Background: an optimization exercise with open tools, aiming at small area. Do not read the settings as production practice.
RTL that was checked went through simulation tests only; none was proved equivalent to the original.
Power and IR drop assume default switching activity.

Design ce_alu, start of the top module:
module ce_alu (
    input  wire        clk,
    input  wire        rst,         
    input  wire        in_valid,
    output wire        in_ready,
    input  wire [7:0]  op,
    input  wire [1:0]  sz,          
    input  wire [31:0] a,           
    input  wire [31:0] b,           
    input  wire [31:0] c,           
    input  wire [4:0]  flags_in,    
    output reg         out_valid,
    output wire [31:0] result,
    output reg  [4:0]  flags_out,
    output reg         wr_d,
    output reg  [1:0]  exc          
);
    localparam FC = 0, FV = 1, FZ = 2, FN = 3, FT = 4;
    localparam [4:0] S_IDLE  = 5'd0,  S_ARITH = 5'd1,  
                     S_LOOP  = 5'd3,  S_SHIFT = 5'd4,  S_ROTB  = 5'd5,
                     S_FFSC  = 5'd7,  S_BSW   = 5'd8,
                     S_CRC   = 5'd9,  S_MULT  = 5'd10, S_CORR1 = 5'd11,
                     S_CORR2 = 5'd12, S_DIVZ  = 5'd13, S_DSTEP = 5'd14,
                     S_DCORR = 5'd15, S_FLAGS = 5'd16, S_WLDR = 5'd17,
                     S_WLDN  = 5'd18, S_RDQ   = 5'd19,
                     S_LDB   = 5'd2;
    reg [4:0]  state;
    reg [31:0] R;           
    reg [31:0] W;           
    reg [4:0]  cnt;
    reg        seen;        
    assign result = R;
    wire s8  = (sz == 2'd0);
    wire s16 = (sz == 2'd1);
  ...
For scale: ~820 cells after synthesis, ~84 flip-flops, roughly 160 I/O pins, ~6700 um2 of cells after synthesis.
clock: 10.0 ns
lec_check: 0
cap_margin: 5
core_margin: 2
core_utilization: 35
gpl_timing_driven: 0
slew_margin: 5
standard.sh (not shown) runs the stock make flow with config.mk's settings and CLKGATE_MAP_FILE= SYNTH_SCRIPT=/design/flow/synth_recipe.tcl, a recipe that flattens the netlist after the stock synthesis.
==> flow/flow/run.sh <==
#!/bin/bash
# Layout flow: the standard ORFS layout (standard.sh's make targets and
# settings), with two changes that only affect cell area:
#  1. synthesis maps the logic with an area-oriented ABC script
#     (flow/abc_area.script) instead of ORFS's delay-oriented one; everything
#     else in synthesis (front end, flop mapping, flattening, renaming) is
#     ORFS's and the standard flow's synthesis unchanged, so the registers keep the
#     standard synthesis's names and cell types;
#  2. the port buffers that placement inserts on every input and output are
#     sky130_fd_sc_hd__buf_1 instead of the resizer's default pick;
#  3. clock tree synthesis builds the tree from sky130_fd_sc_hd__clkbuf_8
#     and adds no dummy loads.
# Each tool's output goes to a log file of its own in this folder.
set -euo pipefail
W=$(pwd)
ABC_SCRIPT=${ABC_SCRIPT_FILE:-$W/flow/abc_area.script}
PORT_BUF=${PORT_BUF_CELL:-sky130_fd_sc_hd__buf_1}

# ORFS's synth.tcl with only the ABC script replaced
sed "s#^source \$::env(SCRIPTS_DIR)/synth_preamble.tcl\$#source \$::env(SCRIPTS_DIR)/synth_preamble.tcl\nset abc_args [lreplace \$abc_args 1 1 $ABC_SCRIPT]#" \
    "$FLOW_HOME/scripts/synth.tcl" > "$W/synth_area_core.tcl"
grep -q "lreplace" "$W/synth_area_core.tcl"
# The standard flow's synthesis wrapper, sourcing the copy above
sed "s#\$::env(SCRIPTS_DIR)/synth.tcl#$W/synth_area_core.tcl#" synth_recipe.tcl > "$W/synth_area.tcl"
grep -q "synth_area_core" "$W/synth_area.tcl"
# The standard flow's config plus the port buffer choice
cp config.mk "$W/config_area.mk"
echo "export BUFFER_PORTS_ARGS = -buffer_cell $PORT_BUF" >> "$W/config_area.mk"
echo "export CTS_ARGS = -sink_clustering_enable -repair_clock_nets -buf_list ${CTS_BUF:-sky130_fd_sc_hd__clkbuf_8} -dont_use_dummy_load" >> "$W/config_area.mk"
# standard.sh with that synthesis script and config
sed -e "s#SYNTH_SCRIPT=[^ ]*#SYNTH_SCRIPT=$W/synth_area.tcl#" \
    -e "s#DESIGN_CONFIG=[^ ]*#DESIGN_CONFIG=$W/config_area.mk#" standard.sh > "$W/standard_area.sh"
grep -q "config_area.mk" "$W/standard_area.sh"

bash "$W/standard_area.sh" synth > "$W/synth.log" 2>&1
bash "$W/standard_area.sh" > "$W/layout.log" 2>&1
test -f out/final.def
==> flow/flow/abc_area.script <==
strash
&get -n
&fraig -x
&put
scorr
dc2
dretime
strash
&get -n
&dch -f
&nf
&put
topo
stime -c
upsize -c
dnsize -c
Change:
--- a/flow/design.v
+++ b/flow/design.v
@@ -17,19 +17,19 @@
 );
     localparam FC = 0, FV = 1, FZ = 2, FN = 3, FT = 4;
     localparam [4:0] S_IDLE  = 5'd0,  S_ARITH = 5'd1,  
                      S_LOOP  = 5'd3,  S_SHIFT = 5'd4,  S_ROTB  = 5'd5,
                      S_FFSC  = 5'd7,  S_BSW   = 5'd8,
                      S_CRC   = 5'd9,  S_MULT  = 5'd10, S_CORR1 = 5'd11,
                      S_CORR2 = 5'd12, S_DIVZ  = 5'd13, S_DSTEP = 5'd14,
                      S_DCORR = 5'd15, S_FLAGS = 5'd16, S_WLDR = 5'd17,
                      S_WLDN  = 5'd18, S_RDQ   = 5'd19,
-                     S_LDB   = 5'd2;
+                     S_LDB   = 5'd2,  S_SUB   = 5'd6,  S_NEG   = 5'd20;
     reg [4:0]  state;
     reg [31:0] R;           
     reg [31:0] W;           
     reg [4:0]  cnt;
     reg        seen;        
     assign result = R;
     wire s8  = (sz == 2'd0);
     wire s16 = (sz == 2'd1);
     wire s32 = sz[1];
@@ -199,46 +199,47 @@
                 if (legal & (is_add | is_sub | is_neg | is_mul | is_mulh | is_logic |
                     is_not | is_tst | is_shift)) begin
                     F_n[FC] = 1'b0;
                     F_n[FV] = 1'b0;
                 end
                 xhi = 2'd0; xlo = 2'd0; ysa = 1'b1;
                 if (!legal | is_tst)
                     nstate = S_FLAGS;
                 else if (is_add | is_sub | is_neg)
-                    nstate = S_ARITH;
+                    nstate = is_add ? S_ARITH : is_sub ? S_SUB : S_NEG;
                 else if (is_not)
                     nstate = S_LOOP;     
                 else if (is_shift | is_btst)
                     nstate = is_shift ? S_SHIFT : S_ROTB;
                 else if (is_ffs)
                     nstate = S_WLDR;
                 else if (is_bsw)
                     nstate = s8 ? S_FLAGS : S_BSW;
                 else
                     nstate = S_LDB;      
             end
             S_LDB: begin
                 xhi = 2'd0; xlo = 2'd0;
                 ysb = ~is_bsf; ysc = is_bsf;
                 cnt_clr = 1'b1;
                 nstate = is_bsf ? S_ROTB : (is_logic | is_crc | is_mulh) ? S_WLDR :
                          is_mul ? S_WLDN : S_DIVZ;
             end
-            S_ARITH: begin
-                if (is_neg) begin
+            S_ARITH, S_SUB, S_NEG: begin
+                if (state == S_NEG) begin
                     xhi = 2'd0; xlo = 2'd0; ysa = 1'b1;
                 end else begin
                     ysb = 1'b1;
                 end
-                yinv = ~is_add; yfv = ~is_add;
-                ycin = is_neg | (is_sub & ~is_subc) | (is_subc & ~flags_in[FC]) |
-                       (is_addc & flags_in[FC]);
+                yinv = (state != S_ARITH); yfv = yinv;
+                ycin = (state == S_NEG) ? 1'b1 :
+                       (state == S_SUB) ? ~(op[0] & flags_in[FC]) :
+                                          (op[0] & flags_in[FC]);
                 F_n[FC] = c_n;
                 F_n[FV] = v_n;
                 cnt_clr = 1'b1;
                 nstate = S_LOOP;           
             end
             S_WLDR: begin
                 wq = R[0];
                 if (cnt == 5'd31) begin
                     cnt_clr = 1'b1;
Outcome: The new run completed with no timing, DRC or antenna violations; final area drops by about 3.2%; via count went down by 0.55%; setup slack is better by 0.13 ns; global-route usage is lower by 0.33 points; wire length decreases by 1.9%; flip-flop and latch count is unchanged; maximum frequency grows by 1.3%; final cell count fell by about 3%; synthesized cell count increases by 0.49%; synthesized area barely changes; die area barely changes; total power increases by about 5%; combinational power rose by 11%.
Only the layout flow was run in the first run of this note; the RTL was not checked for function there.

[separate check: timing with driven ports]
How much do the figures lean on ideal ports? The routed layouts below were timed once more, with nothing changed but the port constraints. Step 1 sets driving cells, clkbuf_16 on the clock port and buf_2 on the other inputs (assumed; they add their load-dependent delay and slew). Step 2 times the ports against the registers' clock, not the clock port: input delays grow and output delays shrink by t, the midpoint of the rising clock arrivals with the driver on. a / b / c = ideal / step 1 / step 2; a / b = the first two.
| run | t (ns) | setup slack, ns | hold WS [ns] | worst slew at a driven data input, ns |
|---|---|---|---|---|
| the first run | 0.405 | 0.441 / 0.457 / 0.052 | 0.316 / 0.316 / 0.316 | 0.04 |
| the second run | 0.413 | 0.567 / 0.582 / 0.169 | 0.307 / 0.307 / 0.307 | 0.04 |
After both steps every run listed still meets setup and hold. The setup slack of the second run, which loses most, moves by +0.015 ns with the drivers and by -0.398 ns with both steps.
